What follows belongs to an exercise in optimizing a design on an open flow for small area, a short achievable clock period and few clock cycles; a production flow would make more cautious choices. The RTL was checked by simulation tests, not by an equivalence proof against the original design.

### flow/config.mk
export PLATFORM = sky130hd
export DESIGN_NAME = kzdec
export DESIGN_NICKNAME = kzdec
export VERILOG_FILES = /design/flow/design.v
export SDC_FILE = /design/flow/constraint.sdc
export NUM_CORES = 4
export LEC_CHECK = 0
export CAP_MARGIN = 20
export CORE_MARGIN = 2
export CORE_UTILIZATION = 40
export SLEW_MARGIN = 20
### flow/constraint.sdc
create_clock -name core_clock -period 14.0 [get_ports {clk}]
set_input_delay 2.8000 -clock core_clock [delete_from_list [all_inputs] [get_ports {clk}]]
set_output_delay 2.8000 -clock core_clock [all_outputs]
set_load 0.01 [all_outputs]
### flow/design.v
module kzdec (
    input  wire        clk,
    input  wire        rst,
    input  wire        start,
    input  wire        cfg_first,      
    input  wire [1:0]  cfg_order,      
    input  wire [4:0]  cfg_k0,         
    input  wire [3:0]  cfg_stride,     
    input  wire [2:0]  cfg_lane0,      
    input  wire [14:0] cfg_words,      
    input  wire [1:0]  cfg_tail,       
    input  wire [16:0] cfg_coded_len,  
    output wire        busy,
    input  wire        in_valid,
    input  wire [31:0] in_data,
    output wire        in_ready,
    output wire        out_valid,
    output wire [31:0] out_data,
    output wire        out_tail,
    input  wire        out_ready,
    output wire        done,
    output reg         err,
    output wire [31:0] crc
);
    localparam [3:0] S_IDLE  = 4'd0,
                     S_KIND  = 4'd1,
                     S_UNARY = 4'd2,
                     S_REM   = 4'd3,
                     S_FLAG  = 4'd4,
                     S_EMIT  = 4'd5,
                     S_EGPRE = 4'd6,
                     S_EGVAL = 4'd7,
                     S_DIST  = 4'd8,
                     S_COPY  = 4'd9,
                     S_PAD   = 4'd10,
                     S_TAIL  = 4'd11,
                     S_DRAIN = 4'd12,
                     S_DONE  = 4'd13;
    reg [3:0]  state;
    reg [1:0]  order;
    reg [3:0]  stride;
    reg [14:0] words_left;
    reg [1:0]  tail_n;
    reg [14:0] beats_left;
    reg [19:0] bits_left;      
    reg [2:0]  lane;
    reg [63:0] bbuf;
    reg [6:0]  bcnt;
    reg [23:0] x1 [0:7];
    reg [23:0] x2 [0:7];
    reg [23:0] x3 [0:7];
    reg [24:0] acc [0:7];
    reg [7:0]  flg [0:7];
    reg [1:0]  cnt [0:7];      
    reg [4:0]  q;
    reg        esc;
    reg [23:0] u;
    reg [7:0]  f;
    reg [3:0]  egn;
    reg [14:0] mlen;
    reg [5:0]  mdist;
    reg [255:0] hist;
    reg [5:0]   produced;     
    reg [31:0]  crc_r;        
    assign crc = crc_r ^ 32'hFFFF_FFFF;
    wire [23:0] lx1 = x1[lane];
    wire [23:0] lx2 = x2[lane];
    wire [23:0] lx3 = x3[lane];
    wire [24:0] lacc = acc[lane];
    wire [7:0]  lflg = flg[lane];
    wire [1:0]  lcnt = cnt[lane];
    wire [1:0] ord_eff = (order < lcnt) ? order : lcnt;
    reg [23:0] pred;
    always @* begin
        case (ord_eff)
            2'd0: pred = 24'd0;
            2'd1: pred = lx1;
            2'd2: pred = (lx1 << 1) - lx2;
            default: pred = (lx1 << 1) + lx1 - ((lx2 << 1) + lx2) + lx3;
        endcase
    end
    reg [4:0] kpar;
    integer ki;
    always @* begin
        kpar = 5'd0;
        for (ki = 0; ki < 25; ki = ki + 1)
            if (lacc[ki]) kpar = ki[4:0];
        if (kpar > 5'd23) kpar = 5'd23;
    end
    wire [23:0] resid = u[0] ? ~{1'b0, u[23:1]} : {1'b0, u[23:1]};
    wire [23:0] xs    = pred + resid;
    wire [31:0] sample_word = {xs, f};
    reg [31:0] match_word;
    integer mi;
    reg [5:0] midx;
    always @* begin
        for (mi = 0; mi < 4; mi = mi + 1) begin
            if (mdist == 6'd1)
                midx = 6'd0;
            else if (mdist == 6'd2)
                midx = (mi[0]) ? 6'd0 : 6'd1;
            else if (mdist == 6'd3)
                midx = (mi == 3) ? 6'd2 : 6'd2 - mi[5:0];
            else
                midx = mdist - 6'd1 - mi[5:0];
            match_word[8*mi +: 8] = hist[8*midx +: 8];
        end
    end
    reg [31:0] tail_word;
    always @* begin
        tail_word = 32'd0;
        if (tail_n >= 2'd1) tail_word[7:0]   = bbuf[63:56];
        if (tail_n >= 2'd2) tail_word[15:8]  = bbuf[55:48];
        if (tail_n >= 2'd3) tail_word[23:16] = bbuf[47:40];
    end
    wire tail_ready = ({1'b0, bcnt} >= {3'd0, tail_n, 3'd0});
    assign out_valid = (state == S_EMIT) || (state == S_COPY) ||
                       (state == S_TAIL && tail_ready);
    assign out_data  = (state == S_EMIT) ? sample_word :
                       (state == S_COPY) ? match_word  :
                       (state == S_TAIL) ? tail_word   : 32'd0;
    assign out_tail  = (state == S_TAIL);
    wire out_fire = out_valid && out_ready;
    wire word_fire = out_fire && (state == S_EMIT || state == S_COPY);
    wire tail_fire = out_fire && (state == S_TAIL);
    reg [31:0] crc_next;
    reg [2:0]  nb;
    integer cb, ci;
    always @* begin
        nb = (state == S_TAIL) ? {1'b0, tail_n} : 3'd4;
        crc_next = crc_r;
        for (cb = 0; cb < 4; cb = cb + 1) begin
            if (cb < nb) begin
                crc_next = crc_next ^ {24'd0, out_data[8*cb +: 8]};
                for (ci = 0; ci < 8; ci = ci + 1)
                    crc_next = crc_next[0] ? ((crc_next >> 1) ^ 32'h82F63B78)
                                           : (crc_next >> 1);
            end
        end
    end
    reg [4:0] lead1;
    integer li;
    always @* begin
        lead1 = 5'd24;
        for (li = 23; li >= 0; li = li - 1)
            if (!bbuf[63-li]) lead1 = li[4:0];
    end
    reg [3:0] lead0;
    always @* begin
        lead0 = 4'd14;
        for (li = 13; li >= 0; li = li - 1)
            if (bbuf[63-li]) lead0 = li[3:0];
    end
    wire [23:0] peek24 = bbuf[63:40];
    reg  [4:0]  need;         
    reg         fail;         
    reg         ready_bits;   
    wire [19:0] avail_all = bits_left;
    reg [23:0] rval;
    always @* begin
        need = 5'd0;
        fail = 1'b0;
        ready_bits = 1'b0;
        rval = 24'd0;
        case (state)
            S_KIND: begin
                need = 5'd1;
            end
            S_UNARY: begin
                if (lead1 == 5'd24) need = 5'd24;
                else need = lead1 + 5'd1;
            end
            S_REM: begin
                need = esc ? 5'd24 : kpar;
            end
            S_FLAG: begin
                need = bbuf[63] ? 5'd9 : 5'd1;
            end
            S_EGPRE: begin
                need = {1'b0, lead0} + 5'd1;
            end
            S_EGVAL: begin
                need = {1'b0, egn} + 5'd1;
            end
            S_DIST: begin
                need = 5'd16;
            end
            S_PAD: begin
                need = {2'd0, bits_left[2:0]};
            end
            default: need = 5'd0;
        endcase
        if ({15'd0, need} > avail_all) begin
            fail = (state != S_EGPRE) || ({3'd0, lead0} < bcnt) ||
                   ({13'd0, bcnt} >= bits_left);
        end else if ({2'd0, need} <= bcnt) begin
            ready_bits = 1'b1;
        end
        rval = (need == 5'd0) ? 24'd0 : (peek24 >> (5'd24 - need));
    end
    wire eg_too_long = (state == S_EGPRE) && (lead0 == 4'd14) &&
                       (bcnt >= 7'd14 || {13'd0, bcnt} >= bits_left);
    wire loading = (state != S_IDLE) && (state != S_DONE) && (state != S_DRAIN) &&
                   (beats_left != 15'd0) && (bcnt <= 7'd32);
    wire draining = (state == S_DRAIN) && (beats_left != 15'd0);
    assign in_ready = loading || draining;
    wire in_fire = in_valid && in_ready;
    assign busy = (state != S_IDLE);
    assign done = (state == S_DONE);
    reg [3:0]  nstate;
    reg [4:0]  use_bits;
    reg        set_err;
    always @* begin
        nstate   = state;
        use_bits = 5'd0;
        set_err  = 1'b0;
        case (state)
            S_IDLE: ;
            S_KIND: begin
                if (words_left == 15'd0) begin
                    nstate = S_PAD;
                end else if (fail) begin
                    set_err = 1'b1;
                end else if (ready_bits) begin
                    use_bits = 5'd1;
                    nstate = bbuf[63] ? S_EGPRE : S_UNARY;
                end
            end
            S_UNARY, S_REM, S_EGVAL, S_DIST: begin
                if (fail) begin
                    set_err = 1'b1;
                end else if (ready_bits) begin
                    use_bits = need;
                    case (state)
                        S_UNARY: nstate = S_REM;
                        S_REM: begin
                            if (!esc && ({43'd0, q} << kpar) + {24'd0, rval} > 48'hFF_FFFF)
                                set_err = 1'b1;
                            else
                                nstate = S_FLAG;
                        end
                        S_EGVAL: begin
                            if ({1'b0, rval[14:0]} + 16'd1 > {1'b0, words_left})
                                set_err = 1'b1;
                            else
                                nstate = S_DIST;
                        end
                        default: begin   
                            if (rval[15:0] >= 16'd32 || rval[5:0] >= produced)
                                set_err = 1'b1;
                            else
                                nstate = S_COPY;
                        end
                    endcase
                end
            end
            S_FLAG: begin
                if (fail) begin
                    set_err = 1'b1;
                end else if (ready_bits) begin
                    use_bits = need;
                    nstate = S_EMIT;
                end
            end
            S_EGPRE: begin
                if (eg_too_long || fail) begin
                    set_err = 1'b1;
                end else if (ready_bits) begin
                    use_bits = {1'b0, lead0};
                    nstate = S_EGVAL;
                end
            end
            S_EMIT: begin
                if (out_ready) nstate = S_KIND;
            end
            S_COPY: begin
                if (out_ready && mlen == 15'd1) nstate = S_KIND;
            end
            S_PAD: begin
                if (bits_left > 20'd7) begin
                    set_err = 1'b1;
                end else if (ready_bits) begin
                    use_bits = need;
                    if (rval != 24'd0)
                        set_err = 1'b1;
                    else
                        nstate = (tail_n == 2'd0) ? S_DRAIN : S_TAIL;
                end
            end
            S_TAIL: begin
                if (out_ready && tail_ready) nstate = S_DRAIN;
            end
            S_DRAIN: begin
                if (beats_left == 15'd0 || (beats_left == 15'd1 && in_fire))
                    nstate = S_DONE;
            end
            S_DONE: nstate = S_IDLE;
            default: nstate = S_IDLE;
        endcase
        if (set_err) begin
            nstate = S_DRAIN;
            use_bits = 5'd0;
        end
    end
    wire [63:0] bbuf_used = bbuf << use_bits;
    wire [6:0]  bcnt_used = bcnt - {2'd0, use_bits};
    wire [31:0] beat_bits = {in_data[7:0], in_data[15:8], in_data[23:16], in_data[31:24]};
    wire [63:0] beat_pos  = {beat_bits, 32'd0} >> bcnt_used;
    wire [31:0] word_out = out_data;
    integer j;
    always @(posedge clk) begin
        if (rst) begin
            state      <= S_IDLE;
            err        <= 1'b0;
            crc_r      <= 32'd0;
            bcnt       <= 7'd0;
            bbuf       <= 64'd0;
            beats_left <= 15'd0;
            produced   <= 6'd0;
        end else begin
            state <= nstate;
            if (set_err) err <= 1'b1;
            if (state == S_IDLE) begin
                if (start) begin
                    order      <= cfg_order;
                    stride     <= cfg_stride;
                    words_left <= cfg_words;
                    tail_n     <= cfg_tail;
                    lane       <= cfg_lane0;
                    beats_left <= cfg_coded_len[16:2] + {14'd0, |cfg_coded_len[1:0]};
                    bits_left  <= {cfg_coded_len, 3'd0} - {15'd0, cfg_tail, 3'd0};
                    bbuf       <= 64'd0;
                    bcnt       <= 7'd0;
                    err        <= (cfg_coded_len < {15'd0, cfg_tail});
                    crc_r      <= 32'hFFFF_FFFF;
                    if (cfg_first) produced <= 6'd0;
                    for (j = 0; j < 8; j = j + 1) begin
                        acc[j] <= 25'd1 << cfg_k0;
                        flg[j] <= 8'd0;
                        cnt[j] <= 2'd0;
                    end
                    state <= (cfg_coded_len < {15'd0, cfg_tail}) ? S_DRAIN : S_KIND;
                end
            end else begin
                if (in_fire && loading) begin
                    bbuf <= bbuf_used | beat_pos;
                    bcnt <= bcnt_used + 7'd32;
                end else begin
                    bbuf <= bbuf_used;
                    bcnt <= bcnt_used;
                end
                if (in_fire) beats_left <= beats_left - 15'd1;
                bits_left <= bits_left - {15'd0, use_bits};
                case (state)
                    S_UNARY: if (ready_bits && !fail) begin
                        q   <= lead1;
                        esc <= (lead1 == 5'd24);
                    end
                    S_REM: if (ready_bits && !fail) begin
                        if (esc) u <= rval;
                        else     u <= ({19'd0, q} << kpar) | rval;
                    end
                    S_FLAG: if (ready_bits && !fail) begin
                        f <= bbuf[63] ? bbuf[62:55] : lflg;
                    end
                    S_EGPRE: if (ready_bits && !fail) egn <= lead0;
                    S_EGVAL: if (ready_bits && !fail) mlen <= rval[14:0] + 15'd1;
                    S_DIST:  if (ready_bits && !fail) mdist <= rval[5:0] + 6'd1;
                    default: ;
                endcase
                if (word_fire) begin
                    x1[lane]  <= word_out[31:8];
                    x2[lane]  <= lx1;
                    x3[lane]  <= lx2;
                    flg[lane] <= word_out[7:0];
                    if (lcnt != 2'd3) cnt[lane] <= lcnt + 2'd1;
                    if (state == S_EMIT)
                        acc[lane] <= (lacc + {1'b0, u} + 25'd1) >> 1;
                    lane <= (lane == stride[2:0] - 3'd1) ? 3'd0 : lane + 3'd1;
                    words_left <= words_left - 15'd1;
                    if (state == S_COPY) mlen <= mlen - 15'd1;
                    hist <= {hist[223:0], word_out[7:0], word_out[15:8],
                             word_out[23:16], word_out[31:24]};
                    produced <= (produced >= 6'd28) ? 6'd32 : produced + 6'd4;
                    crc_r <= crc_next;
                end
                if (tail_fire) begin
                    case (tail_n)
                        2'd1: hist <= {hist[247:0], word_out[7:0]};
                        2'd2: hist <= {hist[239:0], word_out[7:0], word_out[15:8]};
                        default: hist <= {hist[231:0], word_out[7:0], word_out[15:8],
                                          word_out[23:16]};
                    endcase
                    produced <= (produced + {4'd0, tail_n} >= 6'd32) ? 6'd32
                                : produced + {4'd0, tail_n};
                    crc_r <= crc_next;
                end
            end
        end
    end
endmodule
### flow/run.sh
#!/bin/bash
# synth_recipe.tcl (not shown) runs the flow's synth.tcl, then flattens the netlist and writes it again
# the make line also repeats each setting of config.mk as NAME=value (left out here)
make -C /OpenROAD-flow-scripts/flow DESIGN_CONFIG=/design/flow/config.mk WORK_HOME=/design/flow/orfs CLKGATE_MAP_FILE= SYNTH_SCRIPT=/design/flow/synth_recipe.tcl finish
==> flow_summary.toml <==
[outcome]
outcome = "no timing/DRC/antenna violations"

[floorplan]
row_count = 178
fp.dieH_um = 490.9
die_x_um = 490.9
initial_core_util_pct = 40.28
dieArea_um2 = 240900
io_pins = 156
coreArea_um2 = 235400

[cts]
h-tree-depth = 4
clk_path_buf_depth = 3
clk_pin_slew_worst_paths_ns = 0.06
cts_buffers = 157
cts_root_buf = "clkbuf_16"
clock_latency_ns = 0.87
cts_tree = "yes"
cts_sinks = 1352
cts_hold_buf = 0

[global_routing]
grt_usage_pct = 28.04
grt_max_degree = 233
antenna_found_initial = 8
grt_pass1_wl_um = 513600
grt-ovfl-total = 0
grt_pass1_vias = 76284

[worst_hold_path]
hp-class = "reg -> reg"

[timing]
slew_headroom_pct = 14.69
setup_violations = 0
worst_slew_pin_slew_ns = 1.280
min_period_over_period_pct = 94.75
maxSlewViolCount = 0
tns_ns = 0
finalCriticalPeriod_ns = 13.27
finalHoldViolCount = 0
fmax_ghz = 0.07538
finClkSkew_ns = 0.06913

[yosys]
synth-adder-area-share_pct = 4.542
synth_xor_area_share_pct = 5.880
synthSimpleGateAreaFrac_pct = 12.26
async_flop_share_pct = 0
synth.yosys.seq_area_share_pct = 41.34
synthTopCellsByArea = "edfxtp_1 (38%), mux4_2 (7.8%), nand2_1 (4.7%), mux2i_1 (3.4%), o21ai_0 (3.1%)"
yosysUniqueCellTypes = 125
synth_top_family_by_area = "compound AO/OA/AOI/OAI gates"
syn_avg_cell_area_um2 = 10.18
yosysMostFrequentCell = "edfxtp_1"
synth-edff-count = 1212
synthTopCellsByCount = "edfxtp_1 (1212), nand2_1 (1179), nor2_1 (691)"
synth_top_cell_by_area = "edfxtp_1"
synth_nets = 9702
synthFlopType = "edfxtp_1"
synth_mux_area_share_pct = 12.62
ys_seq_elements = 1352
synth_compound_area_share_pct = 18.54
syn_inst = 9317
synth_warnings = 1
netlist_area_um2 = 94810
synth_top_area_share_pct = 38.39

[route]
detailroute.via_count = 79599
firstDrtPassIters = 7
drtIter0Drc = 10298
routedWlPerCell_um = 28.27
wl_um = 349800
detail_route.vias_per_cell = 6.433
ant_nets = 0
drc = 0

[setup_path]
end_kind = "output pin"
cp.arrival_ns = 10.47
cp.required_ns = 11.20
slowest_stage = "clkdlybuf4s50_1"
path_common_cell = "o21ai_0"
worstSetupStartpointType = "flop"
cp_max_fo = 18
cp_slowest_stage_delay_ns = 0.72
path_class = "reg -> out"

[layout]
syn_to_final_growth_pct = 10.86
multiInputGateArea_um2 = 51560
nets = 9474
drive_gt1_share_pct = 13.04
seq_area_um2 = 39210
fill_cells = 21962

[run]
drv_cap = 0

[placement]
place_hpwl_um = 240200
gp_congestion = 0.9973
io_buffers = 154
==> worst paths after layout <==
check | startpoint | endpoint | slack, ns | depth (start not counted)
worst max-delay path | flop | out_data[30] | 0.73 | 35
worst max register to register | bbuf[50]$_SDFFE_PP0N_ | bbuf[29]$_SDFFE_PP0N_ | 0.76 | 54
worst min-delay path | acc[2][24]$_SDFFE_PP0P_ | acc[2][24]$_SDFFE_PP0P_ | 0.48 | 1
worst min register to register | acc[2][24]$_SDFFE_PP0P_ | acc[2][24]$_SDFFE_PP0P_ | 0.48 | 1
==> metrics by stage <==
| step | instance area [µm²] | hold slack [ns] | std cells | utilization [%] | setup slack [ns] |
|---|---|---|---|---|---|
| floorplan | 94820 | 0.4509 | 9317 | - | 0.05569 |
| global placement | 99570 | 0.4624 | 12065 | 42.30 | 0.7097 |
| detailed placement | 99600 | 0.4713 | 12066 | 42.31 | 0.6236 |
| CTS | 104800 | 0.4843 | 12356 | 44.53 | 0.07174 |
| global route | 105100 | 0.5015 | 12371 | 44.65 | -0.01086 |
| finish | 105100 | 0.4830 | 12374 | 44.65 | 0.7343 |
==> layer usage <==
layer | GRT usage (%) | routed length, µm | vias up
met1 | 37.66 | 139800 | 39383
met4 | 16.38 | 23050 | 2
met5 | 0 | 12 | -
met3 | 5.040 | 32400 | 915
met2 | 42.42 | 154500 | 4496
li1 | - | - | 34803
==> flip-flops by register name, indices dropped and copies added, names as in the netlist, 3 cells and up, named ones only <==
name        cells
bits_left      20
u              24
mlen           15
cnt            16
lane            3
egn             4
f               8
hist          256
stride          3
x3            192
flg            64
bcnt            7
crc_r          32
q               5
state           4
mdist           6
produced        6
x2            192
beats_left     15
bbuf           64
x1            192
words_left     15
acc           200
==> worst max-delay path: cells and delay by family (launching register included) <==
kind                       cells  cell delay [ns]
AOI/OAI and AO/OA             20             4.03
adders and majority gates      6             2.33
buffers and inverters          5             1.46
muxes                          2             0.81
DFF                            1             0.45
and+or+nand+nor                1             0.34
xor gates and xnor gates       1             0.15
==> final cells by class <==
cell class,count,area share (%)
inverter,331,1.211
sequential,1352,37.30
antenna,4,0.009523
tap,3150,3.750
clock buffer,195,3.960
multi-input combinational,6799,49.05
clock inverter,95,0.9999
timing repair buffer,448,3.714
==> cell families after synthesis <==
kind of cell,after synthesis
AOI/OAI and AO/OA,2565
xor gates and xnor gates,520
adders and majority gates,300
buffers and inverters,1166
DFF,1352
muxes,766
and+or+nand+nor,2648
==> layout by cell type, fill, tap and decap left out, types with 111 or more instances in the layout <==
cell             Yosys  final
a221oi_1           257    257
dfxtp_1            140    136
xnor2_1            321    317
mux4_2             329    329
o211ai_1           111    111
and3_1             135    135
edfxtp_1          1212   1212
clkdlybuf4s50_1      0    153
nand2_1           1179   1166
inv_1              323    311
o31ai_1            235    232
a21oi_1            400    392
a211oi_1           163    162
o21ai_0            584    579
nor2_1             691    679
clkbuf_16            0    159
buf_4               10    281
nand3_1            186    186
ha_1               225    220
mux2i_1            321    316
nor3_1             159    154
xor2_1             123    120
==> repair_timing <==
action                     CTS  global route
resized for setup            2            25
setup endpoints to repair    3            58
cloned                       0             1
buffers inserted             0             7
Testbench counts, summed over its fixed seeds: cycles 201,289.

## separate check: timing with driven ports
How much do the figures lean on ideal ports? The routed layout below was timed once more, with nothing changed but the port constraints. Step 1: set_driving_cell puts a clkbuf_16 on clk and a buf_2 on each other input, an assumption about the parent block. Step 2 moves the port delays by t, midway between the first and last clock arrival at a register: inputs arrive t later, outputs are due t later. That takes back most of the time a late clock gives input paths. Slacks: ideal ports / drivers / drivers and shift; pairs: ideal ports / drivers.
t, ns: 0.931
setup slack, ns: 0.734 / 0.636 / 0.761
slew at the worst register clock pin (ns): 0.07 / 0.07
worst slew at a driven data input, ns: 0.06
pins driven straight from the clock port: 1
After both steps this run still meets setup and hold. For this run, drivers alone change the setup slack by -0.098 ns; drivers and shift together by +0.027 ns.
